Background: an optimization exercise with open tools, aiming at small area and a short achievable clock period. Do not read the settings as production practice.
RTL that was checked went through simulation tests only; none was proved equivalent to the original.
The RTL of run 1 was laid out without a check of its function.
No activity file was given, so power comes from the tool's default toggle rates.

$ cat design.v
module omt_pe (
    input  wire        clk,
    input  wire [15:0] asel,        
    input  wire [15:0] bsel,        
    input  wire [15:0] wsel,        
    input  wire        fwd_a,       
    input  wire        fwd_b,
    input  wire        fwd_w,
    input  wire        pwrite_a,    
    input  wire        wbit,        
    input  wire        rst_b,       
    input  wire        use_w,       
    input  wire [15:0] wmem,        
    input  wire [20:16] pw,         
    input  wire        wc,          
    input  wire        wm,          
    input  wire        wf,          
    input  wire        wx,
    input  wire        wy,
    input  wire        mask_mode,
    input  wire [20:16] rsel,       
    input  wire [3:0]  ksel,        
    input  wire        sel_own,     
    input  wire        sel_n,       
    input  wire        sel_e,
    input  wire        sel_s,
    input  wire        sel_w,
    input  wire        bconst,      
    input  wire [7:0]  tt_r,
    input  wire [7:0]  tt_c,
    input  wire        src_n,       
    input  wire        src_e,
    input  wire        src_s,
    input  wire        src_w,
    output reg         b_raw,
    output wire        rbit,
    output wire        f_out,
    output wire        m_out
);
    reg [15:0] mem;
    reg c_r, m_r, f_r, x_r, y_r;
    reg a_raw, w_raw;
    wire dw;
    wire rd_a = |(asel & mem);
    wire rd_b = |(bsel & mem);
    wire rd_w = |(wsel & mem);
    always @(posedge clk) begin
        a_raw <= fwd_a ? dw : rd_a;
        b_raw <= fwd_b ? dw : rd_b;
        w_raw <= pwrite_a ? wbit : fwd_w ? dw : rd_w;
    end
    wire b_bit = (sel_own & b_raw) | (sel_n & src_n) | (sel_e & src_e) |
                 (sel_s & src_s) | (sel_w & src_w) | bconst;
    wire k_bit = (ksel[0] & c_r) | (ksel[1] & f_r) | (ksel[2] & x_r) |
                 (ksel[3] & y_r);
    wire [2:0] idx = {a_raw, b_bit, k_bit};
    wire r  = tt_r[idx];
    wire g  = tt_c[idx];
    wire en = mask_mode | m_r;
    assign dw = (use_w | ~en) ? w_raw : r;
    wire dc = use_w ? w_raw : g;
    wire dm = rst_b | (use_w ? w_raw : r);
    integer j;
    always @(posedge clk) begin
        for (j = 0; j < 16; j = j + 1)
            if (wmem[j])
                mem[j] <= dw;
        if (pw[16] | (wc & en)) c_r <= dc;
        if (pw[17] | wm)        m_r <= dm;
        if (pw[18] | (wf & en)) f_r <= dw;
        if (pw[19] | (wx & en)) x_r <= dw;
        if (pw[20] | (wy & en)) y_r <= dw;
    end
    assign rbit = a_raw | (rsel[16] & c_r) | (rsel[17] & m_r) |
                  (rsel[18] & f_r) | (rsel[19] & x_r) | (rsel[20] & y_r);
    assign f_out = f_r;
    assign m_out = m_r;
endmodule
module omt_beacon (
    input  wire        clk,
    input  wire        rst,
    input  wire        req,         
    input  wire [63:0] f,
    input  wire [63:0] m,
    output reg         valid,
    output reg         res_or,
    output reg  [6:0]  count,
    output reg  [5:0]  first,
    output reg         none
);
    wire [63:0] resp = f & m;
    reg [3:0] rcnt [0:7];
    reg [2:0] rfst [0:7];
    reg       v1;
    integer r, i;
    reg [3:0] c8;
    reg [2:0] f8;
    always @(posedge clk) begin
        v1 <= req & ~rst;
        for (r = 0; r < 8; r = r + 1) begin
            c8 = 4'd0;
            f8 = 3'd0;
            for (i = 0; i < 8; i = i + 1)
                c8 = c8 + {3'd0, resp[8*r+i]};
            for (i = 7; i >= 0; i = i - 1)
                if (resp[8*r+i]) f8 = i[2:0];
            rcnt[r] <= c8;
            rfst[r] <= f8;
        end
    end
    reg [5:0] hcnt [0:1];
    reg [4:0] hfst [0:1];
    reg       hany [0:1];
    reg       v2;
    integer h;
    reg [5:0] c32;
    reg [4:0] f32;
    reg       a32;
    always @(posedge clk) begin
        v2 <= v1 & ~rst;
        for (h = 0; h < 2; h = h + 1) begin
            c32 = 6'd0;
            f32 = 5'd0;
            a32 = 1'b0;
            for (i = 0; i < 4; i = i + 1)
                c32 = c32 + {2'd0, rcnt[4*h+i]};
            for (i = 3; i >= 0; i = i - 1)
                if (|rcnt[4*h+i]) begin
                    f32 = {i[1:0], rfst[4*h+i]};
                    a32 = 1'b1;
                end
            hcnt[h] <= c32;
            hfst[h] <= f32;
            hany[h] <= a32;
        end
    end
    always @(posedge clk) begin
        valid  <= v2 & ~rst;
        res_or <= hany[0] | hany[1];
        none   <= ~(hany[0] | hany[1]);
        count  <= {1'b0, hcnt[0]} + {1'b0, hcnt[1]};
        first  <= hany[0] ? {1'b0, hfst[0]} : {1'b1, hfst[1]};
    end
endmodule
module omt_pe_tile (
    input  wire         clk,
    input  wire         rst,
    input  wire         cmd_valid,
    input  wire [1:0]   cmd_op,
    input  wire [3:0]   a_addr,
    input  wire [3:0]   b_addr,
    input  wire [3:0]   w_addr,
    input  wire [2:0]   b_src,
    input  wire [1:0]   k_src,
    input  wire [7:0]   tt_r,
    input  wire [7:0]   tt_c,
    input  wire [2:0]   dest,
    input  wire         carry_en,
    input  wire         mask_mode,
    input  wire [1:0]   bcn_req,
    input  wire [7:0]   edge_mode,     
    input  wire [15:0]  b_const,
    input  wire [4:0]   plane_sel,
    input  wire [63:0]  plane_wdata,
    output reg          rd_valid,
    output reg  [63:0]  rd_data,
    output wire         bcn_valid,
    output wire         bcn_or,
    output wire [6:0]   bcn_count,
    output wire [5:0]   bcn_first,
    output wire         bcn_none
);
    localparam ROWS = 8;
    localparam COLS = 8;
    localparam NPE  = ROWS * COLS;
    wire v      = cmd_valid & ~rst;
    wire exec   = v && (cmd_op == 2'd0);
    wire pwrite = v && (cmd_op == 2'd1);
    wire pread  = v && (cmd_op == 2'd2);
    wire [4:0] a_row = pread ? plane_sel : {1'b0, a_addr};
    reg         rst_c, exec_c, pwrite_c, pread_c, bcn_c, mask_c, carry_c;
    reg  [3:0]  w_addr_c;
    reg  [2:0]  dest_c, b_src_c;
    reg  [1:0]  k_src_c;
    reg  [7:0]  edge_c, ttr_c, ttc_c;
    reg  [4:0]  plane_c;
    reg         bconst_c;
    reg  [15:0] asel_c, bsel_c, wsel_c;
    reg         fwd_a_c, fwd_b_c, fwd_w_c;
    reg  [63:0] wdata_c;
    function writes_row;
        input [4:0] x;
        begin
            writes_row = rst_c ||
                (exec_c && (dest_c == 3'd1) && ({1'b0, w_addr_c} == x)) ||
                (pwrite_c && (plane_c == x));
        end
    endfunction
    integer j;
    always @(posedge clk) begin
        rst_c    <= rst;
        exec_c   <= exec;
        pwrite_c <= pwrite;
        pread_c  <= pread;
        bcn_c    <= exec && (bcn_req == 2'd1 || bcn_req == 2'd2);
        mask_c   <= mask_mode;
        carry_c  <= carry_en;
        w_addr_c <= w_addr;
        dest_c   <= dest;
        b_src_c  <= b_src;
        k_src_c  <= k_src;
        edge_c   <= edge_mode;
        ttr_c    <= tt_r;
        ttc_c    <= tt_c;
        plane_c  <= plane_sel;
        bconst_c <= b_const[b_addr];
        for (j = 0; j < 16; j = j + 1) begin
            asel_c[j] <= (exec || pread) && (a_row == j);
            bsel_c[j] <= exec && (b_addr == j);
            wsel_c[j] <= exec && (w_addr == j);
        end
        fwd_a_c  <= (exec || pread) && !a_row[4] && writes_row(a_row);
        fwd_b_c  <= exec && writes_row({1'b0, b_addr});
        fwd_w_c  <= exec && writes_row({1'b0, w_addr});
        wdata_c  <= plane_wdata;
    end
    wire bs_own = exec_c && (b_src_c == 3'd0);
    wire bs_n   = exec_c && (b_src_c == 3'd1);
    wire bs_e   = exec_c && (b_src_c == 3'd2);
    wire bs_s   = exec_c && (b_src_c == 3'd3);
    wire bs_w   = exec_c && (b_src_c == 3'd4);
    wire n_wrap = bs_n && (edge_c[1:0] == 2'd1);
    wire n_refl = bs_n && (edge_c[1:0] == 2'd2);
    wire e_wrap = bs_e && (edge_c[3:2] == 2'd1);
    wire e_refl = bs_e && (edge_c[3:2] == 2'd2);
    wire s_wrap = bs_s && (edge_c[5:4] == 2'd1);
    wire s_refl = bs_s && (edge_c[5:4] == 2'd2);
    wire w_wrap = bs_w && (edge_c[7:6] == 2'd1);
    wire w_refl = bs_w && (edge_c[7:6] == 2'd2);
    reg         rst_b, use_w_b, pread_b, bcn_b, mask_b;
    reg  [15:0] wmem_b;
    reg  [20:16] pw_b, rsel_b;
    reg         wc_b, wm_b, wf_b, wx_b, wy_b;
    reg  [3:0]  ksel_b;
    reg         bs_n_b, bs_e_b, bs_s_b, bs_w_b;
    reg         n_wrap_b, e_wrap_b, s_wrap_b, w_wrap_b;
    reg         own_b, own_n_b, own_e_b, own_s_b, own_w_b;
    reg         own_ne_b, own_nw_b, own_se_b, own_sw_b;
    reg         bconst_b;
    reg  [7:0]  ttr_b, ttc_b;
    always @(posedge clk) begin
        rst_b   <= rst_c;
        use_w_b <= rst_c || pwrite_c;
        pread_b <= pread_c && !rst;
        bcn_b   <= bcn_c && !rst;
        mask_b  <= mask_c;
        for (j = 0; j < 16; j = j + 1)
            wmem_b[j] <= writes_row(j);
        for (j = 16; j < 21; j = j + 1) begin
            pw_b[j]   <= rst_c || (pwrite_c && (plane_c == j));
            rsel_b[j] <= pread_c && (plane_c == j);
        end
        wc_b <= exec_c && carry_c;
        wm_b <= exec_c && (dest_c == 3'd5);
        wf_b <= exec_c && (dest_c == 3'd2);
        wx_b <= exec_c && (dest_c == 3'd3);
        wy_b <= exec_c && (dest_c == 3'd4);
        for (j = 0; j < 4; j = j + 1)
            ksel_b[j] <= (k_src_c == j);
        bs_n_b   <= bs_n;
        bs_e_b   <= bs_e;
        bs_s_b   <= bs_s;
        bs_w_b   <= bs_w;
        n_wrap_b <= n_wrap;
        e_wrap_b <= e_wrap;
        s_wrap_b <= s_wrap;
        w_wrap_b <= w_wrap;
        own_b    <= bs_own;
        own_n_b  <= bs_own | n_refl;
        own_e_b  <= bs_own | e_refl;
        own_s_b  <= bs_own | s_refl;
        own_w_b  <= bs_own | w_refl;
        own_ne_b <= bs_own | n_refl | e_refl;
        own_nw_b <= bs_own | n_refl | w_refl;
        own_se_b <= bs_own | s_refl | e_refl;
        own_sw_b <= bs_own | s_refl | w_refl;
        bconst_b <= exec_c && (b_src_c == 3'd6) && bconst_c;
        ttr_b    <= ttr_c;
        ttc_b    <= ttc_c;
    end
    wire [NPE-1:0] braw;
    wire [NPE-1:0] f_all;
    wire [NPE-1:0] m_all;
    wire [NPE-1:0] rbit;
    genvar r, c;
    generate
        for (r = 0; r < ROWS; r = r + 1) begin : g_row
            for (c = 0; c < COLS; c = c + 1) begin : g_col
                localparam P = r * COLS + c;
                wire sn, se, ss, sw, so, xn, xe, xs, xw;
                assign sn = (r > 0) ? bs_n_b : n_wrap_b;
                assign xn = (r > 0) ? braw[P - COLS] : braw[(ROWS-1)*COLS + c];
                assign se = (c < COLS-1) ? bs_e_b : e_wrap_b;
                assign xe = (c < COLS-1) ? braw[P + 1] : braw[r*COLS];
                assign ss = (r < ROWS-1) ? bs_s_b : s_wrap_b;
                assign xs = (r < ROWS-1) ? braw[P + COLS] : braw[c];
                assign sw = (c > 0) ? bs_w_b : w_wrap_b;
                assign xw = (c > 0) ? braw[P - 1] : braw[r*COLS + COLS-1];
                assign so = (r == 0 && c == COLS-1) ? own_ne_b :
                            (r == 0 && c == 0)      ? own_nw_b :
                            (r == ROWS-1 && c == COLS-1) ? own_se_b :
                            (r == ROWS-1 && c == 0) ? own_sw_b :
                            (r == 0)        ? own_n_b :
                            (c == COLS-1)   ? own_e_b :
                            (r == ROWS-1)   ? own_s_b :
                            (c == 0)        ? own_w_b : own_b;
                omt_pe u_pe (
                    .clk       (clk),
                    .asel      (asel_c),
                    .bsel      (bsel_c),
                    .wsel      (wsel_c),
                    .fwd_a     (fwd_a_c),
                    .fwd_b     (fwd_b_c),
                    .fwd_w     (fwd_w_c),
                    .pwrite_a  (pwrite_c),
                    .wbit      (wdata_c[P]),
                    .rst_b     (rst_b),
                    .use_w     (use_w_b),
                    .wmem      (wmem_b),
                    .pw        (pw_b),
                    .wc        (wc_b),
                    .wm        (wm_b),
                    .wf        (wf_b),
                    .wx        (wx_b),
                    .wy        (wy_b),
                    .mask_mode (mask_b),
                    .rsel      (rsel_b),
                    .ksel      (ksel_b),
                    .sel_own   (so),
                    .sel_n     (sn),
                    .sel_e     (se),
                    .sel_s     (ss),
                    .sel_w     (sw),
                    .bconst    (bconst_b),
                    .tt_r      (ttr_b),
                    .tt_c      (ttc_b),
                    .src_n     (xn),
                    .src_e     (xe),
                    .src_s     (xs),
                    .src_w     (xw),
                    .b_raw     (braw[P]),
                    .rbit      (rbit[P]),
                    .f_out     (f_all[P]),
                    .m_out     (m_all[P])
                );
            end
        end
    endgenerate
    always @(posedge clk) begin
        rd_valid <= pread_b & ~rst;
        rd_data  <= rbit;
    end
    reg bcn_q2;
    always @(posedge clk)
        bcn_q2 <= bcn_b & ~rst;
    omt_beacon u_beacon (
        .clk   (clk),
        .rst   (rst),
        .req   (bcn_q2),
        .f     (f_all),
        .m     (m_all),
        .valid (bcn_valid),
        .res_or(bcn_or),
        .count (bcn_count),
        .first (bcn_first),
        .none  (bcn_none)
    );
endmodule
$ cat run.sh
#!/bin/bash
# synth_recipe.tcl (not shown) runs the flow's synth.tcl, then flattens the netlist and writes it again
# the make line also repeats each setting of config.mk as NAME=value (left out here)
make -C /OpenROAD-flow-scripts/flow DESIGN_CONFIG=/design/flow/config.mk WORK_HOME=/design/flow/orfs CLKGATE_MAP_FILE= SYNTH_SCRIPT=/design/flow/synth_recipe.tcl finish
$ cat config.mk
export PLATFORM = sky130hd
export DESIGN_NAME = omt_pe_tile
export DESIGN_NICKNAME = omt_pe_tile
export VERILOG_FILES = /design/flow/design.v
export SDC_FILE = /design/flow/constraint.sdc
export NUM_CORES = 8
export LEC_CHECK = 0
export ABC_CLOCK_PERIOD_IN_PS = 3000
export CAP_MARGIN = 20
export CORE_MARGIN = 2
export CORE_UTILIZATION = 40
export PLACE_DENSITY = 0.55
export SETUP_SLACK_MARGIN = 5
export SLEW_MARGIN = 20
$ cat constraint.sdc
create_clock -name core_clock -period 8.0 [get_ports {clk}]
set_input_delay 1.6000 -clock core_clock [delete_from_list [all_inputs] [get_ports {clk}]]
set_output_delay 1.6000 -clock core_clock [all_outputs]
set_load 0.01 [all_outputs]
==> results of run 1 <==
## state kept, by name (all words and copies together), names as in the netlist, 10 cells and up
register and cells:
asel_c 16, bsel_c 16, g_row.g_col.u_pe.a_raw 64, g_row.g_col.u_pe.b_raw 64
g_row.g_col.u_pe.c_r 64, g_row.g_col.u_pe.f_r 64, g_row.g_col.u_pe.m_r 64, g_row.g_col.u_pe.mem 1024
g_row.g_col.u_pe.w_raw 64, g_row.g_col.u_pe.x_r 64, g_row.g_col.u_pe.y_r 64, rd_data 64
u_beacon.hcnt 12, u_beacon.hfst 10, u_beacon.rcnt 32, u_beacon.rfst 24
wdata_c 64, wmem_b 16, wsel_c 16
## cells in the mapped netlist (54+ instances only)
cell type  number  area (µm²)
clkbuf_1      534        2004
mux4_2        133        2995
nor2_1        209       784.5
nor2b_1        83       519.3
a22oi_1      1280        9609
or2_2          67       419.2
inv_1         197       739.5
nand4_1       194        1214
o32ai_1       191        1673
dfxtp_1       594       11890
buf_1         198       743.2
a221oi_1      130        1139
a222oi_1      192        1922
mux2i_1       580        5806
nand2_1       125       469.2
a22o_1        128        1121
edfxtp_1     1344       40360
a31oi_1       151       944.7
a21oi_1       416        2082
a311oi_1       64       560.5
a21o_1        268        2012
ha_1           54       675.7
nand3_1       312        1562
a2111oi_0      64       560.5
## worst min-delay path by stage
stage,startpoint,endpoint,cells past startpoint
global placement,ttc_c[3],ttc_b[3],0
global route,ttc_c[4],ttc_b[4],0
CTS,ttr_c[0],ttr_b[0],0
detailed placement,ttr_c[7],ttr_b[7],0
finish,ttr_c[0],ttr_b[0],0
floorplan,mask_c,mask_b,0
## kinds of logic after synthesis
family | after synthesis | synth area share (%)
adder cells (fa/ha/maj) | 99 | 1.653
multiplexers | 719 | 9.298
AO/OA/AOI/OAI | 2956 | 23.16
AND/OR/NAND/NOR | 1170 | 6.510
buffers and inverters | 998 | 4.188
XOR/XNOR | 45 | 0.4132
flip-flops | 1938 | 54.78
## area by class of cell
| cell class | instances | area (µm²) |
|---|---|---|
| timing repair buffer | 545 | 5089 |
| clock buffer | 288 | 5911 |
| tap | 3167 | 3963 |
| sequential | 1938 | 52620 |
| antenna | 33 | 82.58 |
| clock inverter | 102 | 1187 |
| multi-input combinational | 4990 | 40430 |
| fill | 21180 | 127300 |
| inverter | 201 | 777.0 |
## critical path, delay by kind of cell, from the launching register on
kind / cells / cell delay [ns]
simple gates: 1 / 0.19
compound gates: 3 / 1.08
buf+inv: 1 / 0.95
flops: 1 / 0.83
## report_power, final
part | internal (W) | switching, W | leakage [nW] | total, W
Sequential | 0.0120 | 0.00113 | 18.4 | 0.0131
Combinational | 0.00136 | 0.00243 | 17.2 | 0.00379
Clock | 0.00575 | 0.00439 | 3.49 | 0.0101
Total | 0.0191 | 0.00794 | 39.1 | 0.0270
## timing repair
action | CTS | global route
cloned | 1 | 0
resized for setup | 454 | 85
pin swaps | 14 | 36
buffers inserted | 39 | 44
setup endpoints to repair | 1427 | 712
## metal layers
| layer | GRT usage [%] | up-vias | part of all wire (%) |
|---|---|---|---|
| met5 | 0.3914 | - | 0.18 |
| met3 | 21.35 | 2830 | 18 |
| met4 | 24.67 | 38 | 8.5 |
| li1 | - | 32330 | - |
| met2 | 57.12 | 9935 | 39 |
| met1 | 51.53 | 43080 | 34 |
## stage by stage
stage	hold slack, ns	power, W	instance area [µm²]	worst slack (ns)	util (%)
finish	0.3261	0.02701	110100	4.678	46.36
global route	0.3283	0.02759	110000	4.932	46.33
CTS	0.3264	0.02667	108800	4.834	45.82
detailed placement	0.3118	0.01664	100800	3.780	42.47
global placement	0.3122	0.01657	100700	3.709	42.42
floorplan	0.3096	0.01478	95390	4.776	-
==> summary.txt, run 1 <==
yosys warns: 8
fin crit period: 3.322 ns
CP Capture Point: g_row[4].g_col[0].u_pe.b_raw
critical path's slowest cell: buf_4
LEAKAGE: 39.11 nW
WS Path Type: reg2reg
reg2reg path depth: 5
register area share after synthesis: 54.78%
H-tree levels: 4
Syn-to-layout area delta: 15.39%
PwrDens: 245.4 mW/mm²
Avg Vias per Cell: 7.831
clk buf depth: 3
gr ovfl total: 0
routed len/inst: 46.87 µm
slowest stage delay, CP: 0.95 ns
ys flop type: edfxtp_1
CP endpoint kind: flop
PortBufs: 218
final hold vios: 0
number of setup violations in the final report: 0
Synth Cell Area: 0.09538 mm²
reg2reg end: g_row[4].g_col[0].u_pe.b_raw
starting DRC count in detailed routing: 19920
Clock Skews: 0.04459 ns
die height: 492.3 µm
root buffer cell: clkbuf_16
final setup TNS: 0 ns
hpwl dp: 312.6 mm
first-pass GRT wire length: 699.4 mm
Reg2Reg Setup Slack: 4.68 ns
FF-to-FF Start: bsel_c[10]
RSZ-0062 raised after global routing: yes
Slew @ Worst Pin: 1.304 ns
first-pass iteration count of the detailed router: 14
crit path DAT: 4.03 ns
DRC: 0
leading cell types in the layout, fill and taps excluded: edfxtp_1, a22oi_1, mux2i_1
Peak VDD IR: 0.2587 mV
Final nets: 8118
row cnt: 179
FF+latch count, synth: 1938
leading cell type in the layout, fill and taps excluded: edfxtp_1
Worst setup startpoint: bsel_c[10]
vias: 88210
Clock Sinks: 1938
CTS Buf Count: 205
relative slew slack: 10.84%
largest fanout on the critical path: 38
io pins: 219
post-route insts no fill: 11260
chip width: 492.3 µm
clk latency of the worst-skew pair: 0.92 ns
CTS tree: yes
Synth async-reset ratio: 0%
Total GRT Usage: 41.52%
distinct cell type count of the synthesized netlist: 62
final max-slew violation count: 0
Tcrit/Tclk final: 41.52%
layout cells sized above 1: 16.32%
Placed Cells: 10760
Critical Path Source Type: flop
Synthesized Nets: 8162
CTS Hold Buffers Added: 0
GPL Wtd Cong: 1.059
Post-synth EDFFs: 1344
vias in the first global route: 81430
Post-Route WL: 527.9 mm
Worst Hold Class: reg2reg
max-cap viol count: 0
clock slew at reported path FFs: 0.06 ns
status: no timing/DRC/antenna violations
pin count of the biggest net entering global routing: 65
Starting Density: 40.18%
Fmax achieved: 301.0 MHz
die area: 0.2424 mm²
mean area per synthesized cell: 12.04 µm²
Worst EP required: 8.71 ns
Syn Inst Count: 7925
Routed Antenna Nets: 0
worst path cell trace: buf_4 -> a22oi_1 -> nand4_1 -> o32ai_2 -> a31oi_1
Core Region: 0.2374 mm²
initial antenna violation count: 37
==> run 2, diff against run 1 <==
--- a/design.v
+++ b/design.v
@@ -18,7 +18,8 @@
     input  wire        wx,
     input  wire        wy,
     input  wire        mask_mode,
-    input  wire [20:16] rsel,       
+    input  wire        rsel_k,      
+    input  wire        rsel_m,      
     input  wire [3:0]  ksel,        
     input  wire        sel_own,     
     input  wire        sel_n,       
@@ -71,8 +72,7 @@
         if (pw[19] | (wx & en)) x_r <= dw;
         if (pw[20] | (wy & en)) y_r <= dw;
     end
-    assign rbit = a_raw | (rsel[16] & c_r) | (rsel[17] & m_r) |
-                  (rsel[18] & f_r) | (rsel[19] & x_r) | (rsel[20] & y_r);
+    assign rbit = a_raw | (rsel_k & k_bit) | (rsel_m & m_r);
     assign f_out = f_r;
     assign m_out = m_r;
 endmodule
@@ -239,7 +239,8 @@
     wire w_refl = bs_w && (edge_c[7:6] == 2'd2);
     reg         rst_b, use_w_b, pread_b, bcn_b, mask_b;
     reg  [15:0] wmem_b;
-    reg  [20:16] pw_b, rsel_b;
+    reg  [20:16] pw_b;
+    reg         rsel_k_b, rsel_m_b;
     reg         wc_b, wm_b, wf_b, wx_b, wy_b;
     reg  [3:0]  ksel_b;
     reg         bs_n_b, bs_e_b, bs_s_b, bs_w_b;
@@ -258,15 +259,24 @@
             wmem_b[j] <= writes_row(j);
         for (j = 16; j < 21; j = j + 1) begin
             pw_b[j]   <= rst_c || (pwrite_c && (plane_c == j));
-            rsel_b[j] <= pread_c && (plane_c == j);
         end
+        rsel_k_b <= pread_c && (plane_c == 5'd16 || plane_c == 5'd18 ||
+                                plane_c == 5'd19 || plane_c == 5'd20);
+        rsel_m_b <= pread_c && (plane_c == 5'd17);
         wc_b <= exec_c && carry_c;
         wm_b <= exec_c && (dest_c == 3'd5);
         wf_b <= exec_c && (dest_c == 3'd2);
         wx_b <= exec_c && (dest_c == 3'd3);
         wy_b <= exec_c && (dest_c == 3'd4);
-        for (j = 0; j < 4; j = j + 1)
-            ksel_b[j] <= (k_src_c == j);
+        if (pread_c) begin
+            ksel_b[0] <= (plane_c == 5'd16);
+            ksel_b[1] <= (plane_c == 5'd18);
+            ksel_b[2] <= (plane_c == 5'd19);
+            ksel_b[3] <= (plane_c == 5'd20);
+        end else begin
+            for (j = 0; j < 4; j = j + 1)
+                ksel_b[j] <= (k_src_c == j);
+        end
         bs_n_b   <= bs_n;
         bs_e_b   <= bs_e;
         bs_s_b   <= bs_s;
@@ -334,7 +344,8 @@
                     .wx        (wx_b),
                     .wy        (wy_b),
                     .mask_mode (mask_b),
-                    .rsel      (rsel_b),
+                    .rsel_k    (rsel_k_b),
+                    .rsel_m    (rsel_m_b),
                     .ksel      (ksel_b),
                     .sel_own   (so),
                     .sel_n     (sn),
--- a/config.mk
+++ b/config.mk
@@ -9,6 +9,8 @@
 export CAP_MARGIN = 20
 export CORE_MARGIN = 2
 export CORE_UTILIZATION = 40
+export CTS_CLUSTER_DIAMETER = 100
+export CTS_CLUSTER_SIZE = 25
 export PLACE_DENSITY = 0.55
 export SETUP_SLACK_MARGIN = 5
 export SLEW_MARGIN = 20
==> run 2 against run 1 <==
Compared with the run above: global-route usage decreased by 0.92 points; clock power down 44%; sequential power hardly changed; clock-buffer cell count shrank 131; synthesized cell count fell by 5.6%; sequential share of layout area grew 3.2 points; largest cell class unchanged; register-to-register slack gained 0.13 ns; critical path type unchanged; final cell count shrank 5.8%.
==> summary.txt, run 2 <==
GPL Wtd Cong: 0.9779 (-7.7%)
worst path cell trace: or2_4 -> buf_4 -> a2111oi_0 -> dlymetal6s2s_1 -> a311oi_1
critical path's slowest cell: dfxtp_2
Min Hold Slack: 0.3201 ns (-0.006036 ns)
clk latency of the worst-skew pair: 0.83 ns (-0.09 ns)
leading cell type in the layout, fill and taps excluded: edfxtp_1
crit path DAT: 3.93 ns (-0.10 ns)
gr ovfl total: 0 (unchanged)
max-cap viol count: 0 (unchanged)
Avg Vias per Cell: 7.887 (+0.72%)
row cnt: 177 (-1.1%)
chip width: 488.5 µm (-0.78%)
first-pass iteration count of the detailed router: 17 (+3)
Fmax achieved: 313.0 MHz (+4.0%)
status: no timing/DRC/antenna violations
yosys warns: 8 (unchanged)
CTS tree: yes
PwrDens: 214.9 mW/mm² (-12%)
first-pass GRT wire length: 668.3 mm (-4.4%)
Switching Fraction: 30.12% (+0.71 points)
vias: 83710 (-5.1%)
Synthesized Nets: 7717 (-5.5%)
Final WS setup: 4.805 ns (+0.1265 ns)
CP endpoint kind: flop
Synth async-reset ratio: 0% (unchanged)
Total GRT Usage: 40.60% (-0.92 points)
hpwl dp: 277.9 mm (-11%)
FF+latch count, synth: 1935 (-0.15%)
pin count of the biggest net entering global routing: 74 (+14%)
initial antenna violation count: 44 (+19%)
layout cells sized above 1: 14.12% (-2.2 points)
leading cell types in the layout, fill and taps excluded: edfxtp_1, a22oi_1, mux2i_1
Place WS: 3.858 ns (+0.07837 ns)
die area: 0.2386 mm² (-1.6%)
clk buf depth: 3 (unchanged)
Post-synth EDFFs: 1344 (unchanged)
max reg flops: 1024 (unchanged)
LEAKAGE: 36.47 nW (-6.8%)
Clock Skews: 0.03946 ns (-0.005131 ns)
mean area per synthesized cell: 12.55 µm² (+4.3%)
Largest Register: g_row.g_col.u_pe.mem
final hold vios: 0 (unchanged)
Routed Antenna Nets: 0 (unchanged)
vias in the first global route: 78040 (-4.2%)
starting DRC count in detailed routing: 19500 (-2.1%)
Synth Cell Area: 0.09388 mm² (-1.6%)
root buffer cell: clkbuf_16
top cells by area, synth: edfxtp_1, dfxtp_1, a22oi_1, mux2i_1, mux4_2
ys flop type: edfxtp_1
die height: 488.5 µm (-0.78%)
Internal: 0.01548 W (-19%)
top cells by count, synth: edfxtp_1, a22oi_1, dfxtp_1
Post-Route WL: 501.1 mm (-5.1%)
io pins: 219 (unchanged)
routed len/inst: 47.22 µm (+0.74%)
Slew @ Worst Pin: 1.326 ns (+0.02256 ns)
largest fanout on the critical path: 32 (-16%)
PortBufs: 218 (unchanged)
post-synth top area share: 42.99% (+0.68 points)
part of the power in registers: 58.8% (+10 points)
post-route insts no fill: 10610 (-5.8%)
clock power share: 25.6% (-12 points)
clock slew at reported path FFs: 0.11 ns (+0.05 ns)
slowest stage delay, CP: 0.79 ns (-0.16 ns)
dominant cell type by area after synthesis: edfxtp_1
Final nets: 7576 (-6.7%)
fin crit period: 3.195 ns (-0.1265 ns)
Syn Inst Count: 7480 (-5.6%)
Finished Core Util: 44.24% (-2.1 points)
Logic pwr share: 15.6% (+1.6 points)
DRC: 0 (unchanged)
relative slew slack: 9.297% (-1.5 points)
final max-slew violation count: 0 (unchanged)
distinct cell type count of the synthesized netlist: 63 (+1.6%)
WS Path Type: reg2reg
register area share after synthesis: 55.59% (+0.81 points)
Critical Path Source Type: flop
H-tree levels: 3 (-1)
RSZ-0062 raised after global routing: yes
Worst Hold Class: reg2reg
number of setup violations in the final report: 0 (unchanged)
most frequent cell after synthesis: edfxtp_1
Core Region: 0.2330 mm² (-1.9%)
Tcrit/Tclk final: 39.94% (-1.6 points)
Worst EP required: 8.73 ns (+0.02 ns)
final setup TNS: 0 ns (unchanged)
Starting Density: 40.30% (+0.12 points)
Net Sw Power: 0.006670 W (-16%)
Syn-to-layout area delta: 9.795%
Peak VDD IR: 0.1847 mV (-29%)
Clock Sinks: 1935 (-0.15%)
CTS Buf Count: 89 (-57%)
Placed Cells: 10340 (-3.9%)
==> run 2: changes by cell type in the layout (fill, tap and decap cells not counted), moves of 57 or more <==
cell       before   now
nor2_1        208   122
clkbuf_16     212    93
nand3_1       310    83
o32ai_1       149    63
nand2_1       117   223
a22oi_1      1279  1158
a221o_1         7    64
a2111oi_0      25   152
buf_2          76    11
a21oi_1       361   297
a31oi_1       148    14
==> run 2: area by class of cell <==
class / count / area, µm²
Fill cell: 21130 / 129900
Clock buffer: 157 / 2577
Multi-Input combinational cell: 4591 / 38110
Timing Repair Buffer: 468 / 4447
Clock inverter: 10 / 95.09
Inverter: 254 / 1197
Antenna cell: 66 / 165.2
Tap cell: 3132 / 3919
Sequential cell: 1935 / 52570
==> run 2: final timing paths <==
path	slack, ns	startpoint	to	depth (start not counted)
max	4.80	fwd_w_c	g_row[1].g_col[1].u_pe.w_raw	5
min	0.32	mask_c	mask_b	0
max reg2reg	4.80	fwd_w_c	g_row[1].g_col[1].u_pe.w_raw	5
min reg2reg	0.32	mask_c	mask_b	0
==> run 2: layer usage <==
metal	wire [µm]	global-route usage, %
met5	816	1.858
met4	45490	28.34
met3	88840	20.47
met2	199400	56.58
met1	166600	48.17
==> run 2: power groups by stage <==
| stage | Combinational, W | Sequential, W | Clock (W) |
|---|---|---|---|
| 2_1_floorplan | 0.00199 | 0.0127 | 0 |
| 3_3_place_gp | 0.00309 | 0.0132 | 0 |
| 3_5_place_dp | 0.00315 | 0.0132 | 0 |
| 4_1_cts | 0.00327 | 0.0129 | 0.00564 |
| 5_1_grt | 0.00365 | 0.0131 | 0.00598 |
| 6_report | 0.00346 | 0.0130 | 0.00566 |
==> run 2: kinds of logic after synthesis <==
kind of cell	synth area share, %
simple gates	5.997
fa+ha+maj	1.679
mux	10.42
buf+inv	4.177
compound gates	21.72
flops	55.59
xor+xnor	0.4105
==> run 2: per-stage QoR <==
step                      power, W  cell area, µm²
after global placement     0.01629           99060
after detailed placement   0.01634           99090
after floorplan            0.01472           93880
after global routing       0.02269          102900
final                      0.02215          103100
after CTS                  0.02185          102500
==> run 2: what timing repair did <==
action / 4_1_cts / 5_1_grt
gates cloned: 3 / 0
setup buffers: 28 / 9
pin swaps: 1 / 15
setup endpoints to repair: 1495 / 894
resized for setup: 292 / 91
hold buffers: 0 / 0
==> run 2: worst max-delay path: cells and delay by family (launching register included) <==
family                 cells  cell delay, ns
buffers and inverters      2            1.03
flip-flops                 1            0.79
AND/OR/NAND/NOR            1            0.66
AO/OA/AOI/OAI              2            0.48
==> run 3, diff against run 2 <==
--- a/design.v
+++ b/design.v
@@ -46,9 +46,9 @@
     wire rd_b = |(bsel & mem);
     wire rd_w = |(wsel & mem);
     always @(posedge clk) begin
-        a_raw <= fwd_a ? dw : rd_a;
-        b_raw <= fwd_b ? dw : rd_b;
-        w_raw <= pwrite_a ? wbit : fwd_w ? dw : rd_w;
+        a_raw <= rd_a | (fwd_a & dw);
+        b_raw <= rd_b | (fwd_b & dw);
+        w_raw <= rd_w | (fwd_w & dw) | (pwrite_a & wbit);
     end
     wire b_bit = (sel_own & b_raw) | (sel_n & src_n) | (sel_e & src_e) |
                  (sel_s & src_s) | (sel_w & src_w) | bconst;
@@ -215,9 +215,9 @@
         plane_c  <= plane_sel;
         bconst_c <= b_const[b_addr];
         for (j = 0; j < 16; j = j + 1) begin
-            asel_c[j] <= (exec || pread) && (a_row == j);
-            bsel_c[j] <= exec && (b_addr == j);
-            wsel_c[j] <= exec && (w_addr == j);
+            asel_c[j] <= (exec || pread) && (a_row == j) && !writes_row(j);
+            bsel_c[j] <= exec && (b_addr == j) && !writes_row(j);
+            wsel_c[j] <= exec && (w_addr == j) && !writes_row(j);
         end
         fwd_a_c  <= (exec || pread) && !a_row[4] && writes_row(a_row);
         fwd_b_c  <= exec && writes_row({1'b0, b_addr});
==> flow/run.sh (new file) <==
#!/bin/bash
# Layout flow: the standard ORFS flow (standard.sh), with two changes to
# how the layout is made:
#  - synthesis maps the logic with an area-oriented ABC script
#    (flow/abc_area_nf.script) in place of ORFS's abc_speed.script; the
#    rest of the synthesis (registers included) is the standard one;
#  - ports are buffered with sky130_fd_sc_hd__buf_1 (resized later by the
#    timing repair where needed).
# Each tool's output is in the ORFS logs under orfs/logs/; make's own output
# is in flow_make.log.
set -euo pipefail
W=$(pwd)
rm -rf "$W/flow_scripts"
cp -r "$FLOW_HOME/scripts" "$W/flow_scripts"
cp "$W/flow/abc_area_nf.script" "$W/flow_scripts/abc_speed.script"
bash "$W/standard.sh" SCRIPTS_DIR="$W/flow_scripts" \
    BUFFER_PORTS_ARGS="-buffer_cell sky130_fd_sc_hd__buf_1" finish \
    > "$W/flow_make.log" 2>&1
==> flow/abc_area_nf.script (new file) <==
&get -n
&st
&dch -f
&nf -R 1000 -a
&put
==> standard.sh (new file) <==
#!/bin/bash
# synth_recipe.tcl (not shown) runs the flow's synth.tcl, then flattens the netlist and writes it again
# the make line also repeats each setting of config.mk as NAME=value (left out here)
make -C /OpenROAD-flow-scripts/flow DESIGN_CONFIG=/design/flow/config.mk WORK_HOME=/design/flow/orfs CLKGATE_MAP_FILE= SYNTH_SCRIPT=/design/flow/synth_recipe.tcl "${@:-finish}"
==> config.mk (replaced) <==
export PLATFORM = sky130hd
export DESIGN_NAME = omt_pe_tile
export DESIGN_NICKNAME = omt_pe_tile
export VERILOG_FILES = /design/flow/design.v
export SDC_FILE = /design/flow/constraint.sdc
export NUM_CORES = 8
export LEC_CHECK = 0
export CAP_MARGIN = 35
export CORE_MARGIN = 2
export CORE_UTILIZATION = 30
export CTS_CLUSTER_DIAMETER = 80
export CTS_CLUSTER_SIZE = 22
export PLACE_DENSITY = 0.45
export SETUP_SLACK_MARGIN = 4.8
export SLEW_MARGIN = 20
removed: run.sh
==> run 3 against run 2 <==
Compared with the run above: via count down 9.1%; still clean; clock-buffer cell count up 25; combinational power down 14%; critical path depth up 2; global-route usage down 10 points; cell area down 1.0%; largest cell class unchanged; highest routed layer unchanged; synthesized area down 6.2%; non-clock buffer count up 21; sequential power about the same.
==> summary.txt, run 3 <==
vias: 76120 (-9.1%)
register area: 0.05254 mm² (about the same)
Final WS setup: 4.769 ns (-0.03520 ns)
Post-synth EDFFs: 1344 (unchanged)
hpwl dp: 287.0 mm (+3.3%)
Worst Hold Path EP: ttc_b[7]
die height: 545.7 µm (+12%)
yosys warns: 8 (unchanged)
Starting Density: 30.21% (-10 points)
FF-to-FF Start: wsel_c[1]
fin crit period: 3.231 ns (+0.03520 ns)
Place WS: 4.155 ns (+0.2962 ns)
pin count of the biggest net entering global routing: 128 (+73%)
Worst Hold Class: reg2reg
final hold vios: 0 (unchanged)
PortBufs: 218 (unchanged)
Syn Inst Count: 6519 (-13%)
Core Region: 0.2913 mm² (+25%)
mean area per synthesized cell: 13.50 µm² (+7.6%)
CTS Hold Buffers Added: 0 (unchanged)
PwrDens: 234.7 mW/mm² (+9.2%)
Synthesized Nets: 6756 (-12%)
crit path DAT: 3.96 ns (+0.03 ns)
status: no timing/DRC/antenna violations
most frequent cell after synthesis: edfxtp_1
Tcrit/Tclk final: 40.38% (+0.44 points)
CTS Buf Count: 147 (+65%)
Avg Vias per Cell: 6.802 (-14%)
vias in the first global route: 73020 (-6.4%)
Clock Skews: 0.07348 ns (+0.03403 ns)
WS Path Type: reg2reg
chip width: 545.7 µm (+12%)
starting DRC count in detailed routing: 16830 (-14%)
clk buf depth: 4 (+1)
Peak VDD IR: 0.1459 mV (-21%)
reg2reg path depth: 7 (+2)
layout cells sized above 1: 11.32% (-2.8 points)
Synth Cell Area: 0.08802 mm² (-6.2%)
hold path cells: 0 (unchanged)
Fmax achieved: 309.5 MHz (-1.1%)
leading cell types in the layout, fill and taps excluded: edfxtp_1, a222oi_1, nand2_1
Slew @ Worst Pin: 1.088 ns (-0.2378 ns)
clk latency of the worst-skew pair: 0.91 ns (+0.08 ns)
initial antenna violation count: 31 (-30%)
Reg2Reg Setup Slack: 4.77 ns (-0.04 ns)
reg2reg end: g_row[6].g_col[5].u_pe.w_raw
routed len/inst: 42.21 µm (-11%)
post-synth top area share: 45.85% (+2.9 points)
io pins: 219 (unchanged)
Synth async-reset ratio: 0% (unchanged)
leading cell type in the layout, fill and taps excluded: edfxtp_1
root buffer cell: clkbuf_16
Power Total: 0.02394 W (+8.1%)
distinct cell type count of the synthesized netlist: 43 (-32%)
max-cap viol count: 0 (unchanged)
Total GRT Usage: 30.23% (-10 points)
Placed Instance Area: 0.09629 mm² (-2.8%)
largest fanout on the critical path: 24 (-25%)
Syn-to-layout area delta: 15.90%
RSZ-0062 raised after global routing: no
number of setup violations in the final report: 0 (unchanged)
final max-slew violation count: 0 (unchanged)
CTS tree: yes
register area share after synthesis: 59.29% (+3.7 points)
fillcell total: 28330 (+34%)
H-tree levels: 4 (+1)
Worst setup startpoint: wsel_c[1]
FF+latch count, synth: 1935 (unchanged)
design area: 0.1020 mm² (-1.0%)
max reg flops: 1024 (unchanged)
Critical Path Source Type: flop
top cells by area, synth: edfxtp_1, dfxtp_1, a222oi_1, mux2i_1, mux4_2
first-pass GRT wire length: 628.6 mm (-5.9%)
relative slew slack: 27.43% (+18 points)
worst min-delay path startpoint: ttc_c[7]
multi-input logic area: 0.03552 mm² (-6.8%)
CP endpoint kind: flop
Post-Route WL: 472.3 mm (-5.7%)
Final nets: 7394 (-2.4%)
first-pass iteration count of the detailed router: 22 (+5)
final setup TNS: 0 ns (unchanged)
gr ovfl total: 0 (unchanged)
Worst EP required: 8.73 ns (about the same)
top cells by count, synth: edfxtp_1, a222oi_1, nand2_1
Routed Antenna Nets: 0 (unchanged)
row cnt: 198 (+12%)
ys flop type: edfxtp_1
GPL Wtd Cong: 0.9133 (-6.6%)
Largest Register: g_row.g_col.u_pe.mem
dominant cell type by area after synthesis: edfxtp_1
Clock Sinks: 1935 (unchanged)
DRC: 0 (unchanged)
die area: 0.2978 mm² (+25%)
LEAKAGE: 36.88 nW (+1.1%)
clock slew at reported path FFs: 0.09 ns (-0.02 ns)
## run 3: changes by cell type after synthesis, sizes merged, moves of 138 or more
cell and delta:
o21ai +138, nand2 +406, a222oi +655, clkbuf -516, clkinv +155, buf -186
a22oi -862, inv -254, a2111oi -191
## run 3: area by class of cell
| cell class | instances | share of cell area, % |
|---|---|---|
| clock buffers | 182 | 3.920 |
| diodes | 14 | 0.03434 |
| repair buffers | 489 | 3.306 |
| clock inverters | 86 | 1.077 |
| multi-input cells | 4429 | 34.81 |
| flip-flops and latches | 1935 | 51.50 |
| well taps | 3900 | 4.783 |
| inverters | 155 | 0.5703 |
## run 3: power breakdown
part / total, W / leakage [nW] / switching [W] / internal (W)
Clock: 0.00826 / 2.48 / 0.00433 / 0.00394
Sequential: 0.0127 / 18.4 / 0.000914 / 0.0118
Combinational: 0.00297 / 16.0 / 0.00186 / 0.00112
Total: 0.0239 / 36.9 / 0.00710 / 0.0168
## run 3: cell families after synthesis
| family | synth area share, % |
|---|---|
| buffers and inverters | 0.6610 |
| AOI/OAI and AO/OA | 20.57 |
| adders and majority gates | 1.791 |
| xor gates and xnor gates | 0.4378 |
| and+or+nand+nor | 7.940 |
| DFF | 59.29 |
| muxes | 9.309 |
## run 3: how the worst max path moves through the flow
stage                     slack (ns)                       endpoint  cells after the start
final                           4.77   g_row[6].g_col[5].u_pe.w_raw                      7
after global routing            4.80   g_row[0].g_col[0].u_pe.w_raw                      9
after CTS                       4.80   g_row[3].g_col[1].u_pe.b_raw                      9
after detailed placement        4.15  g_row[4].g_col[4].u_pe.mem[9]                      6
after global placement          4.03  g_row[7].g_col[3].u_pe.mem[5]                      6
after floorplan                 4.82                        fwd_a_c                      8
## run 3: what timing repair did
| action | in CTS | in global routing |
|---|---|---|
| setup endpoints to repair | 1053 | 276 |
| gates resized for setup | 48 | 50 |
| cloned | 0 | 1 |
| setup buffers | 5 | 19 |
| pin swaps | 3 | 14 |
## run 3: worst max-delay path: stages, from the launching register on
cell and delay [ns]:
dfxtp_4 0.57, buf_4 0.45, buf_4 0.38, a222oi_1 0.42
and4_1 0.24, nand2_1 0.05, a221oi_1 0.81, nand2_1 0.15
## run 3: through the flow
step | std cells | hold WS, ns | util [%]
floorplan | 6519 | 0.3096 | -
global placement | 10850 | 0.3124 | 32.89
detailed placement | 10880 | 0.3120 | 33.05
CTS | 11150 | 0.3303 | 34.87
global route | 11180 | 0.3324 | 35.01
finish | 11190 | 0.3285 | 35.02
## run 3: routing by layer
layer / part of all wire (%) / track usage, % / wire length (µm)
met1: 36 / 37.47 / 171000
met2: 43 / 45.87 / 203600
met3: 14 / 10.77 / 67320
met4: 6.4 / 16.26 / 30290
met5: 0.019 / 0 / 88
==> run 4, diff against run 3 <==
--- a/design.v
+++ b/design.v
@@ -2,15 +2,13 @@
     input  wire        clk,
     input  wire [15:0] asel,        
     input  wire [15:0] bsel,        
-    input  wire [15:0] wsel,        
     input  wire        fwd_a,       
     input  wire        fwd_b,
-    input  wire        fwd_w,
     input  wire        pwrite_a,    
     input  wire        wbit,        
     input  wire        rst_b,       
     input  wire        use_w,       
-    input  wire [15:0] wmem,        
+    input  wire [15:0] wmem_n,      
     input  wire [20:16] pw,         
     input  wire        wc,          
     input  wire        wm,          
@@ -40,15 +38,14 @@
 );
     reg [15:0] mem;
     reg c_r, m_r, f_r, x_r, y_r;
-    reg a_raw, w_raw;
+    reg a_raw;
     wire dw;
+    wire wr_en;    
     wire rd_a = |(asel & mem);
     wire rd_b = |(bsel & mem);
-    wire rd_w = |(wsel & mem);
     always @(posedge clk) begin
-        a_raw <= rd_a | (fwd_a & dw);
-        b_raw <= rd_b | (fwd_b & dw);
-        w_raw <= rd_w | (fwd_w & dw) | (pwrite_a & wbit);
+        a_raw <= pwrite_a ? wbit : (fwd_a & wr_en) ? dw : rd_a;
+        b_raw <= (fwd_b & wr_en) ? dw : rd_b;
     end
     wire b_bit = (sel_own & b_raw) | (sel_n & src_n) | (sel_e & src_e) |
                  (sel_s & src_s) | (sel_w & src_w) | bconst;
@@ -58,13 +55,14 @@
     wire r  = tt_r[idx];
     wire g  = tt_c[idx];
     wire en = mask_mode | m_r;
-    assign dw = (use_w | ~en) ? w_raw : r;
-    wire dc = use_w ? w_raw : g;
-    wire dm = rst_b | (use_w ? w_raw : r);
+    assign wr_en = en | use_w;
+    assign dw = use_w ? a_raw : r;
+    wire dc = use_w ? a_raw : g;
+    wire dm = rst_b | (use_w ? a_raw : r);
     integer j;
     always @(posedge clk) begin
         for (j = 0; j < 16; j = j + 1)
-            if (wmem[j])
+            if (!wmem_n[j] & wr_en)
                 mem[j] <= dw;
         if (pw[16] | (wc & en)) c_r <= dc;
         if (pw[17] | wm)        m_r <= dm;
@@ -185,8 +183,8 @@
     reg  [7:0]  edge_c, ttr_c, ttc_c;
     reg  [4:0]  plane_c;
     reg         bconst_c;
-    reg  [15:0] asel_c, bsel_c, wsel_c;
-    reg         fwd_a_c, fwd_b_c, fwd_w_c;
+    reg  [15:0] asel_c, bsel_c;
+    reg         fwd_a_c, fwd_b_c;
     reg  [63:0] wdata_c;
     function writes_row;
         input [4:0] x;
@@ -215,13 +213,11 @@
         plane_c  <= plane_sel;
         bconst_c <= b_const[b_addr];
         for (j = 0; j < 16; j = j + 1) begin
-            asel_c[j] <= (exec || pread) && (a_row == j) && !writes_row(j);
-            bsel_c[j] <= exec && (b_addr == j) && !writes_row(j);
-            wsel_c[j] <= exec && (w_addr == j) && !writes_row(j);
+            asel_c[j] <= (exec || pread) && (a_row == j);
+            bsel_c[j] <= exec && (b_addr == j);
         end
         fwd_a_c  <= (exec || pread) && !a_row[4] && writes_row(a_row);
         fwd_b_c  <= exec && writes_row({1'b0, b_addr});
-        fwd_w_c  <= exec && writes_row({1'b0, w_addr});
         wdata_c  <= plane_wdata;
     end
     wire bs_own = exec_c && (b_src_c == 3'd0);
@@ -238,7 +234,7 @@
     wire w_wrap = bs_w && (edge_c[7:6] == 2'd1);
     wire w_refl = bs_w && (edge_c[7:6] == 2'd2);
     reg         rst_b, use_w_b, pread_b, bcn_b, mask_b;
-    reg  [15:0] wmem_b;
+    reg  [15:0] wmem_nb;    
     reg  [20:16] pw_b;
     reg         rsel_k_b, rsel_m_b;
     reg         wc_b, wm_b, wf_b, wx_b, wy_b;
@@ -256,7 +252,7 @@
         bcn_b   <= bcn_c && !rst;
         mask_b  <= mask_c;
         for (j = 0; j < 16; j = j + 1)
-            wmem_b[j] <= writes_row(j);
+            wmem_nb[j] <= !writes_row(j);
         for (j = 16; j < 21; j = j + 1) begin
             pw_b[j]   <= rst_c || (pwrite_c && (plane_c == j));
         end
@@ -328,15 +324,13 @@
                     .clk       (clk),
                     .asel      (asel_c),
                     .bsel      (bsel_c),
-                    .wsel      (wsel_c),
                     .fwd_a     (fwd_a_c),
                     .fwd_b     (fwd_b_c),
-                    .fwd_w     (fwd_w_c),
                     .pwrite_a  (pwrite_c),
                     .wbit      (wdata_c[P]),
                     .rst_b     (rst_b),
                     .use_w     (use_w_b),
-                    .wmem      (wmem_b),
+                    .wmem_n    (wmem_nb),
                     .pw        (pw_b),
                     .wc        (wc_b),
                     .wm        (wm_b),
--- a/config.mk
+++ b/config.mk
@@ -8,8 +8,8 @@
 export CAP_MARGIN = 35
 export CORE_MARGIN = 2
 export CORE_UTILIZATION = 30
-export CTS_CLUSTER_DIAMETER = 80
-export CTS_CLUSTER_SIZE = 22
-export PLACE_DENSITY = 0.45
+export CTS_CLUSTER_DIAMETER = 90
+export CTS_CLUSTER_SIZE = 24
+export PLACE_DENSITY = 0.65
 export SETUP_SLACK_MARGIN = 4.8
 export SLEW_MARGIN = 20
==> run 4 against run 3 <==
Compared with the run above: still clean; first-iteration DRC count rose by 4.9%; global-route usage fell by 3.9 points; die area fell by 2.5%; sequential share of layout area rose by 0.27 points; worst setup slack got worse by 0.078 ns; utilization fell by 0.52 points; fmax fell by 2.4%; largest cell class unchanged; largest power group unchanged; highest routed layer unchanged.
==> summary.txt, run 4 <==
largest family of logic cells by synthesized area: compound AO/OA/AOI/OAI gates
worst path cell trace: buf_6 -> mux2i_1 -> mux4_2 -> o21ai_4 -> buf_4 -> nor2_1 -> a21oi_2
post-synthesis xor/xnor area fraction: 0.3265% (-0.11 points)
Worst path depth: 7 (unchanged)
status: no timing/DRC/antenna violations
LEAKAGE: 34.80 nW (-5.7%)
root buffer cell: clkbuf_16
io pins: 219 (unchanged)
hold path cells: 0 (unchanged)
slowest stage delay, CP: 0.78 ns (-0.03 ns)
Routed Antenna Nets: 0 (unchanged)
most frequent cell after synthesis: edfxtp_1
max reg flops: 1024 (unchanged)
Syn-to-layout area delta: 14.52%
Peak VDD IR: 0.1857 mV (+27%)
Clock Skews: 0.07282 ns (-0.0006670 ns)
clk buf depth: 4 (unchanged)
vias: 76640 (+0.68%)
vias in the first global route: 72510 (-0.69%)
Avg Vias per Cell: 6.683 (-1.8%)
chip width: 538.9 µm (-1.2%)
critical path's slowest cell: dfxtp_4
CTS Buf Count: 106 (-28%)
post-route insts no fill: 11470 (+2.5%)
Synth Area in Adders: 1.837% (+0.046 points)
Synthesized Nets: 7227 (+7.0%)
CTS tree: yes
DRC: 0 (unchanged)
PortBufs: 218 (unchanged)
met2 WL: 157.2 mm (-23%)
number of setup violations in the final report: 0 (unchanged)
Core Region: 0.2850 mm² (-2.2%)
ys flop type: edfxtp_1
first-pass GRT wire length: 547.8 mm (-13%)
dominant cell type by area after synthesis: edfxtp_1
starting DRC count in detailed routing: 17660 (+4.9%)
Syn Inst Count: 6990 (+7.2%)
Largest Register: g_row.g_col.u_pe.mem
GPL Wtd Cong: 0.9915 (+8.6%)
Final WS setup: 4.692 ns (-0.07794 ns)
routed len/inst: 35.09 µm (-17%)
final hold vios: 0 (unchanged)
H-tree levels: 3 (-1)
top cells by area, synth: edfxtp_1, dfxtp_1, a222oi_1, mux2i_1, nor2_1
Simple-Gate Fraction of Synth Area: 12.21% (+4.3 points)
distinct cell type count of the synthesized netlist: 46 (+7.0%)
WS Path Type: reg2reg
final setup TNS: 0 ns (unchanged)
top cells by count, synth: edfxtp_1, nor2_1, nand2_1
Routed met1 length: 133.8 mm (-22%)
DR WL met3: 76.70 mm (+14%)
first-pass iteration count of the detailed router: 16 (-27%)
FF+latch count, synth: 1854 (-4.2%)
max-cap viol count: 0 (unchanged)
Clock Sinks: 1854 (-4.2%)
mean area per synthesized cell: 12.28 µm² (-9.1%)
Synth Area in Compound Gates: 16.68% (-3.9 points)
pin count of the biggest net entering global routing: 169 (+32%)
row cnt: 196 (-1.0%)
largest fanout on the critical path: 36 (+50%)
Worst Hold Class: reg2reg
gr ovfl total: 0 (unchanged)
Placed Cells: 11180 (+2.8%)
leading cell types in the layout, fill and taps excluded: edfxtp_1, nor2_1, nand2_1
Min Hold Slack: 0.3301 ns (+0.001625 ns)
Synth Cell Area: 0.08583 mm² (-2.5%)
Final nets: 7816 (+5.7%)
register area share after synthesis: 58.92% (-0.37 points)
Critical Path Source Type: flop
initial antenna violation count: 40 (+29%)
post-synth top area share: 47.02% (+1.2 points)
clock slew at reported path FFs: 0.10 ns (about the same)
die area: 0.2904 mm² (-2.5%)
Fmax achieved: 302.3 MHz (-2.4%)
WP buf/inv: 2 (unchanged)
Post-synth EDFFs: 1344 (unchanged)
Crit path max-delay family: buffers and inverters
DR top layer: met5
Tcrit/Tclk final: 41.36% (+0.97 points)
Synth async-reset ratio: 0% (unchanged)
Slew @ Worst Pin: 1.132 ns (+0.04366 ns)
die height: 538.9 µm (-1.2%)
crit path DAT: 4.09 ns (+0.13 ns)
Starting Density: 30.12% (-0.093 points)
relative slew slack: 24.52% (-2.9 points)
PwrDens: 228.7 mW/mm² (-2.5%)
Place WS: 4.049 ns (-0.1055 ns)
reg2reg path depth: 7 (unchanged)
yosys warns: 8 (unchanged)
Worst EP required: 8.78 ns (+0.05 ns)
leading cell type in the layout, fill and taps excluded: edfxtp_1
layout cells sized above 1: 9.563% (-1.8 points)
final max-slew violation count: 0 (unchanged)
clk latency of the worst-skew pair: 0.94 ns (+0.03 ns)
Finished Core Util: 34.49% (-0.52 points)
mux contribution to synthesized area: 9.507% (+0.20 points)
CP endpoint kind: flop
Post-Route WL: 402.4 mm (-15%)
Total GRT Usage: 26.31% (-3.9 points)
fin crit period: 3.308 ns (+0.07794 ns)
RSZ-0062 raised after global routing: yes
hpwl dp: 236.1 mm (-18%)
run 4: cell types whose count changed in the layout (fill, tap and decap cells not counted), sizes merged, moves of 63 or more:
cell,before,now
a211o,105,0
a21oi,207,135
a222oi,847,544
dfxtp,591,510
nor2,131,1201
o21ai,170,279
or3,2,65
run 4: cells by family after synthesis:
logic type	Yosys count
mux	654
fa+ha+maj	99
buf+inv	121
xor+xnor	32
simple gates	2408
compound gates	1822
flops	1854
run 4: final cells by class:
type / count / area (µm²)
clock inverter: 43 / 660.6
antenna: 41 / 102.6
inverter: 121 / 454.2
multi-input combinational: 5023 / 35350
fill: 28010 / 186700
tap: 3762 / 4707
timing repair buffer: 473 / 3229
clock buffer: 151 / 2907
sequential: 1854 / 50890
run 4: per-layer routing:
metal  GRT usage (%)  up-vias
li1                -    29370
met1           32.63    37080
met2           35.91     8159
met3           12.20     2014
met4           18.09       23
met5          0.7726        -
run 4: through the flow:
stage	instance area, µm²	power (W)
6_report	98300	0.02248
5_1_grt	98240	0.02308
4_1_cts	97520	0.02224
3_5_place_dp	93620	0.01594
3_3_place_gp	92680	0.01570
2_1_floorplan	85880	0.01440
run 4: worst paths after layout:
check,startpoint,endpoint,slack (ns)
setup / recovery,ttr_b[6],g_row[0].g_col[7].u_pe.b_raw,4.69
setup reg to reg,ttr_b[6],g_row[0].g_col[7].u_pe.b_raw,4.69
hold reg to reg,ttc_c[6],ttc_b[6],0.33
hold / removal,ttc_c[6],ttc_b[6],0.33
run 4: timing repair:
action / in CTS / in global routing
gates cloned: 2 / 6
endpoints found under the setup margin: 1047 / 576
gates resized for setup: 55 / 82
buffers inserted: 8 / 9
hold buffers: 0 / 0
pin swaps: 2 / 18
run 4: power by group:
group	switching (W)	internal [W]
combinational	0.00229	0.00131
sequential	0.000887	0.0116
clock	0.00358	0.00285
total	0.00675	0.0157
==> run 5, diff against run 4 <==
--- a/design.v
+++ b/design.v
@@ -9,12 +9,12 @@
     input  wire        rst_b,       
     input  wire        use_w,       
     input  wire [15:0] wmem_n,      
-    input  wire [20:16] pw,         
-    input  wire        wc,          
-    input  wire        wm,          
-    input  wire        wf,          
-    input  wire        wx,
-    input  wire        wy,
+    input  wire [20:16] pw_n,       
+    input  wire        wc_n,        
+    input  wire        wm_n,        
+    input  wire        wf_n,        
+    input  wire        wx_n,
+    input  wire        wy_n,
     input  wire        mask_mode,
     input  wire        rsel_k,      
     input  wire        rsel_m,      
@@ -64,11 +64,11 @@
         for (j = 0; j < 16; j = j + 1)
             if (!wmem_n[j] & wr_en)
                 mem[j] <= dw;
-        if (pw[16] | (wc & en)) c_r <= dc;
-        if (pw[17] | wm)        m_r <= dm;
-        if (pw[18] | (wf & en)) f_r <= dw;
-        if (pw[19] | (wx & en)) x_r <= dw;
-        if (pw[20] | (wy & en)) y_r <= dw;
+        if (!(pw_n[16] & (wc_n | ~en))) c_r <= dc;
+        if (!(pw_n[17] & wm_n))          m_r <= dm;
+        if (!(pw_n[18] & (wf_n | ~en))) f_r <= dw;
+        if (!(pw_n[19] & (wx_n | ~en))) x_r <= dw;
+        if (!(pw_n[20] & (wy_n | ~en))) y_r <= dw;
     end
     assign rbit = a_raw | (rsel_k & k_bit) | (rsel_m & m_r);
     assign f_out = f_r;
@@ -235,9 +235,9 @@
     wire w_refl = bs_w && (edge_c[7:6] == 2'd2);
     reg         rst_b, use_w_b, pread_b, bcn_b, mask_b;
     reg  [15:0] wmem_nb;    
-    reg  [20:16] pw_b;
+    reg  [20:16] pw_nb;     
     reg         rsel_k_b, rsel_m_b;
-    reg         wc_b, wm_b, wf_b, wx_b, wy_b;
+    reg         wc_nb, wm_nb, wf_nb, wx_nb, wy_nb;     
     reg  [3:0]  ksel_b;
     reg         bs_n_b, bs_e_b, bs_s_b, bs_w_b;
     reg         n_wrap_b, e_wrap_b, s_wrap_b, w_wrap_b;
@@ -254,16 +254,16 @@
         for (j = 0; j < 16; j = j + 1)
             wmem_nb[j] <= !writes_row(j);
         for (j = 16; j < 21; j = j + 1) begin
-            pw_b[j]   <= rst_c || (pwrite_c && (plane_c == j));
+            pw_nb[j]  <= !(rst_c || (pwrite_c && (plane_c == j)));
         end
         rsel_k_b <= pread_c && (plane_c == 5'd16 || plane_c == 5'd18 ||
                                 plane_c == 5'd19 || plane_c == 5'd20);
         rsel_m_b <= pread_c && (plane_c == 5'd17);
-        wc_b <= exec_c && carry_c;
-        wm_b <= exec_c && (dest_c == 3'd5);
-        wf_b <= exec_c && (dest_c == 3'd2);
-        wx_b <= exec_c && (dest_c == 3'd3);
-        wy_b <= exec_c && (dest_c == 3'd4);
+        wc_nb <= !(exec_c && carry_c);
+        wm_nb <= !(exec_c && (dest_c == 3'd5));
+        wf_nb <= !(exec_c && (dest_c == 3'd2));
+        wx_nb <= !(exec_c && (dest_c == 3'd3));
+        wy_nb <= !(exec_c && (dest_c == 3'd4));
         if (pread_c) begin
             ksel_b[0] <= (plane_c == 5'd16);
             ksel_b[1] <= (plane_c == 5'd18);
@@ -331,12 +331,12 @@
                     .rst_b     (rst_b),
                     .use_w     (use_w_b),
                     .wmem_n    (wmem_nb),
-                    .pw        (pw_b),
-                    .wc        (wc_b),
-                    .wm        (wm_b),
-                    .wf        (wf_b),
-                    .wx        (wx_b),
-                    .wy        (wy_b),
+                    .pw_n      (pw_nb),
+                    .wc_n      (wc_nb),
+                    .wm_n      (wm_nb),
+                    .wf_n      (wf_nb),
+                    .wx_n      (wx_nb),
+                    .wy_n      (wy_nb),
                     .mask_mode (mask_b),
                     .rsel_k    (rsel_k_b),
                     .rsel_m    (rsel_m_b),
--- a/config.mk
+++ b/config.mk
@@ -10,6 +10,6 @@
 export CORE_UTILIZATION = 30
 export CTS_CLUSTER_DIAMETER = 90
 export CTS_CLUSTER_SIZE = 24
-export PLACE_DENSITY = 0.65
+export PLACE_DENSITY = 0.45
 export SETUP_SLACK_MARGIN = 4.8
 export SLEW_MARGIN = 20
==> run 5 against run 4 <==
Compared with the run above: clock power rose by 14%; non-clock buffer count is 43 higher; critical path type unchanged; synthesized area down 0.85%; utilization up 0.34 points; still clean; sequential share of layout area about the same; power increased by 4.4%; cell area about the same; global-route usage increased by 2.4 points; first-iteration DRC count fell by 19%; largest power group unchanged; hold slack got worse by 0.0029 ns; sequential cell count unchanged; clock-buffer cell count rose by 3.
==> summary.txt, run 5 <==
status: no timing/DRC/antenna violations
largest fanout on the critical path: 19 (-47%)
dominant cell type by area after synthesis: edfxtp_1
WS Path Type: reg2reg
Post-Route WL: 429.9 mm (+6.8%)
LEAKAGE: 33.77 nW (-3.0%)
Peak VDD IR: 0.2349 mV (+26%)
Net Sw Power: 0.007267 W (+7.6%)
H-tree levels: 3 (unchanged)
Fmax achieved: 311.4 MHz (+3.0%)
CP endpoint kind: flop
register area share after synthesis: 59.42% (+0.51 points)
die height: 536.6 µm (-0.42%)
clock slew at reported path FFs: 0.10 ns (about the same)
most frequent cell after synthesis: edfxtp_1
io pins: 219 (unchanged)
CTS Buf Count: 123 (+16%)
leading cell type in the layout, fill and taps excluded: edfxtp_1
relative slew slack: 29.83% (+5.3 points)
slowest stage delay, CP: 0.65 ns (-0.13 ns)
ys flop type: edfxtp_1
Critical Path Source Type: flop
Placed Instance Area: 0.09332 mm² (-0.32%)
Internal: 0.01621 W (+3.1%)
Synthesized Nets: 7229 (+0.028%)
final setup TNS: 0 ns (unchanged)
GPL Wtd Cong: 0.9292 (-6.3%)
Reg2Reg Setup Slack: 4.79 ns (+0.10 ns)
Final nets: 7878 (+0.79%)
number of setup violations in the final report: 0 (unchanged)
first-pass GRT wire length: 578.2 mm (+5.5%)
Clock Sinks: 1854 (unchanged)
Slew @ Worst Pin: 1.053 ns (-0.07958 ns)
routed len/inst: 37.34 µm (+6.4%)
top cells by count, synth: edfxtp_1, nor2_1, nand2_1
Core Region: 0.2823 mm² (-0.94%)
root buffer cell: clkbuf_16
Worst Hold Class: reg2reg
worst path cell trace: buf_4 -> a222oi_1 -> nand2_2 -> mux2i_1 -> mux4_2 -> o21ai_2 -> buf_4 -> o21ai_0 -> o21ai_0
worst min-delay path startpoint: ttc_c[5]
FF+latch count, synth: 1854 (unchanged)
critical path's slowest cell: dfxtp_4
Worst EP required: 8.84 ns (+0.06 ns)
initial antenna violation count: 42 (+5.0%)
Synth async-reset ratio: 0% (unchanged)
clk latency of the worst-skew pair: 0.95 ns (about the same)
clk buf depth: 4 (unchanged)
clock power share: 31.1% (+2.5 points)
gr ovfl total: 0 (unchanged)
hold path cells: 0 (unchanged)
Worst Hold Path EP: ttc_b[5]
Tcrit/Tclk final: 40.15% (-1.2 points)
first-pass iteration count of the detailed router: 14 (-2)
Routed Antenna Nets: 0 (unchanged)
Syn-to-layout area delta: 15.56%
vias: 74010 (-3.4%)
Avg Vias per Cell: 6.429 (-3.8%)
part of the power in registers: 53.1% (-2.3 points)
Largest Register: g_row.g_col.u_pe.mem
vias in the first global route: 70150 (-3.3%)
pin count of the biggest net entering global routing: 107 (-37%)
crit path DAT: 4.05 ns (-0.04 ns)
Total GRT Usage: 28.73% (+2.4 points)
Post-synth EDFFs: 1344 (unchanged)
Logic pwr share: 15.8% (-0.2 points)
final max-slew violation count: 0 (unchanged)
PortBufs: 218 (unchanged)
top cells by area, synth: edfxtp_1, dfxtp_1, a222oi_1, mux2i_1, nor2_1
Synth Cell Area: 0.08510 mm² (-0.85%)
yosys warns: 8 (unchanged)
CTS Hold Buffers Added: 0 (unchanged)
## run 5: cell count changes in the layout (fill, tap and decap cells not counted), moves of 23 or more
cell,delta
a21o_1,-261
o21ai_0,+254
nor3_1,+64
or2_0,-64
buf_4,+52
o21ai_1,+23
## run 5: power by group through the flow
stage	clock network [W]	registers (W)	logic, W
floorplan	0	0.0124	0.00199
global placement	0	0.0127	0.00352
detailed placement	0	0.0127	0.00358
CTS	0.00744	0.0124	0.00363
global route	0.00775	0.0126	0.00394
finish	0.00731	0.0125	0.00370
## run 5: layer usage
layer	vias to the layer above	part of all wire, %	GRT usage [%]
met4	6	5.6	14.23
met3	1135	12	6.405
met1	37750	39	38.21
met2	5547	44	43.99
li1	29580	-	-
met5	-	0.037	0.4276
## run 5: stage by stage
| stage | hold WS [ns] | power (W) | setup slack, ns | instances |
|---|---|---|---|---|
| floorplan | 0.3095 | 0.01437 | 4.806 | 6992 |
| global placement | 0.3136 | 0.01617 | 4.039 | 11210 |
| detailed placement | 0.3118 | 0.01624 | 4.338 | 11220 |
| CTS | 0.3293 | 0.02351 | 4.800 | 11460 |
| global route | 0.3376 | 0.02425 | 4.731 | 11500 |
| finish | 0.3272 | 0.02348 | 4.788 | 11510 |
## run 5: final cells by class
type	instances	area (µm²)	area share [%]
Sequential cell	1854	50890	51.75
Antenna cell	25	62.56	0.06361
Clock buffer	154	3387	3.444
Clock inverter	74	985.9	1.003
Multi-Input combinational cell	5025	34420	35.00
Tap cell	3743	4683	4.762
Inverter	121	454.2	0.4618
Timing Repair Buffer	516	3453	3.511
## run 5: worst max-delay path by stage
stage	start	to	slack, ns	depth (start not counted)
floorplan	ksel_b[1]	g_row[0].g_col[4].u_pe.a_raw	4.81	7
global placement	ksel_b[1]	g_row[7].g_col[6].u_pe.b_raw	4.04	7
detailed placement	rst	fwd_a_c	4.34	10
CTS	g_row[0].g_col[1].u_pe.m_r	u_beacon.rcnt[0][1]	4.80	10
global route	ksel_b[0]	g_row[3].g_col[4].u_pe.a_raw	4.73	8
finish	ksel_b[0]	g_row[3].g_col[2].u_pe.a_raw	4.79	9
## run 5: cell families (layout without fill, tap and decap cells)
family	Yosys count	after routing	synth area share, %
simple gates	2407	2407	12.17
flops	1854	1854	59.42
compound gates	1827	1835	16.13
mux	651	651	9.549
buf+inv	121	865	0.5337
fa+ha+maj	99	99	1.853
xor+xnor	33	33	0.3396
other cells	0	25	0
## run 5: repair_timing
item,in CTS,in global routing
buffers inserted,9,20
pin swaps,1,14
gates resized for setup,34,42
setup endpoints to repair,245,72
cloned,1,7
## run 5: worst reg2reg max path, cell delays in order (launching register included)
cell	delay, ns
dfxtp_4	0.65
buf_4	0.47
a222oi_1	0.23
nand2_2	0.28
mux2i_1	0.12
mux4_2	0.51
o21ai_2	0.26
buf_4	0.31
o21ai_0	0.13
o21ai_0	0.18

## what the ideal ports hide
The flow's constraints put no driver on any port. The routed layouts listed below were extracted and timed again, unchanged, in two steps.
Step 1: set_driving_cell puts a clkbuf_16 on clk and a buf_2 on each other input, an assumption about the parent block.
Step 2 also shifts input and output timing later by t, the mid clock arrival at the registers, as if the neighbouring blocks saw the same clock.
Slacks: ideal ports / drivers / drivers and shift; pairs: ideal ports / drivers.
run	t, ns	setup WS [ns]
run 1	0.997	4.678 / 4.678 / 4.191
run 2	0.913	4.805 / 4.805 / 4.323
run 3	0.961	4.769 / 4.769 / 4.180
run 4	1.009	4.692 / 4.692 / 4.259
run 5	1.014	4.788 / 4.724 / 4.317
After both steps setup and hold are still met in every run listed.
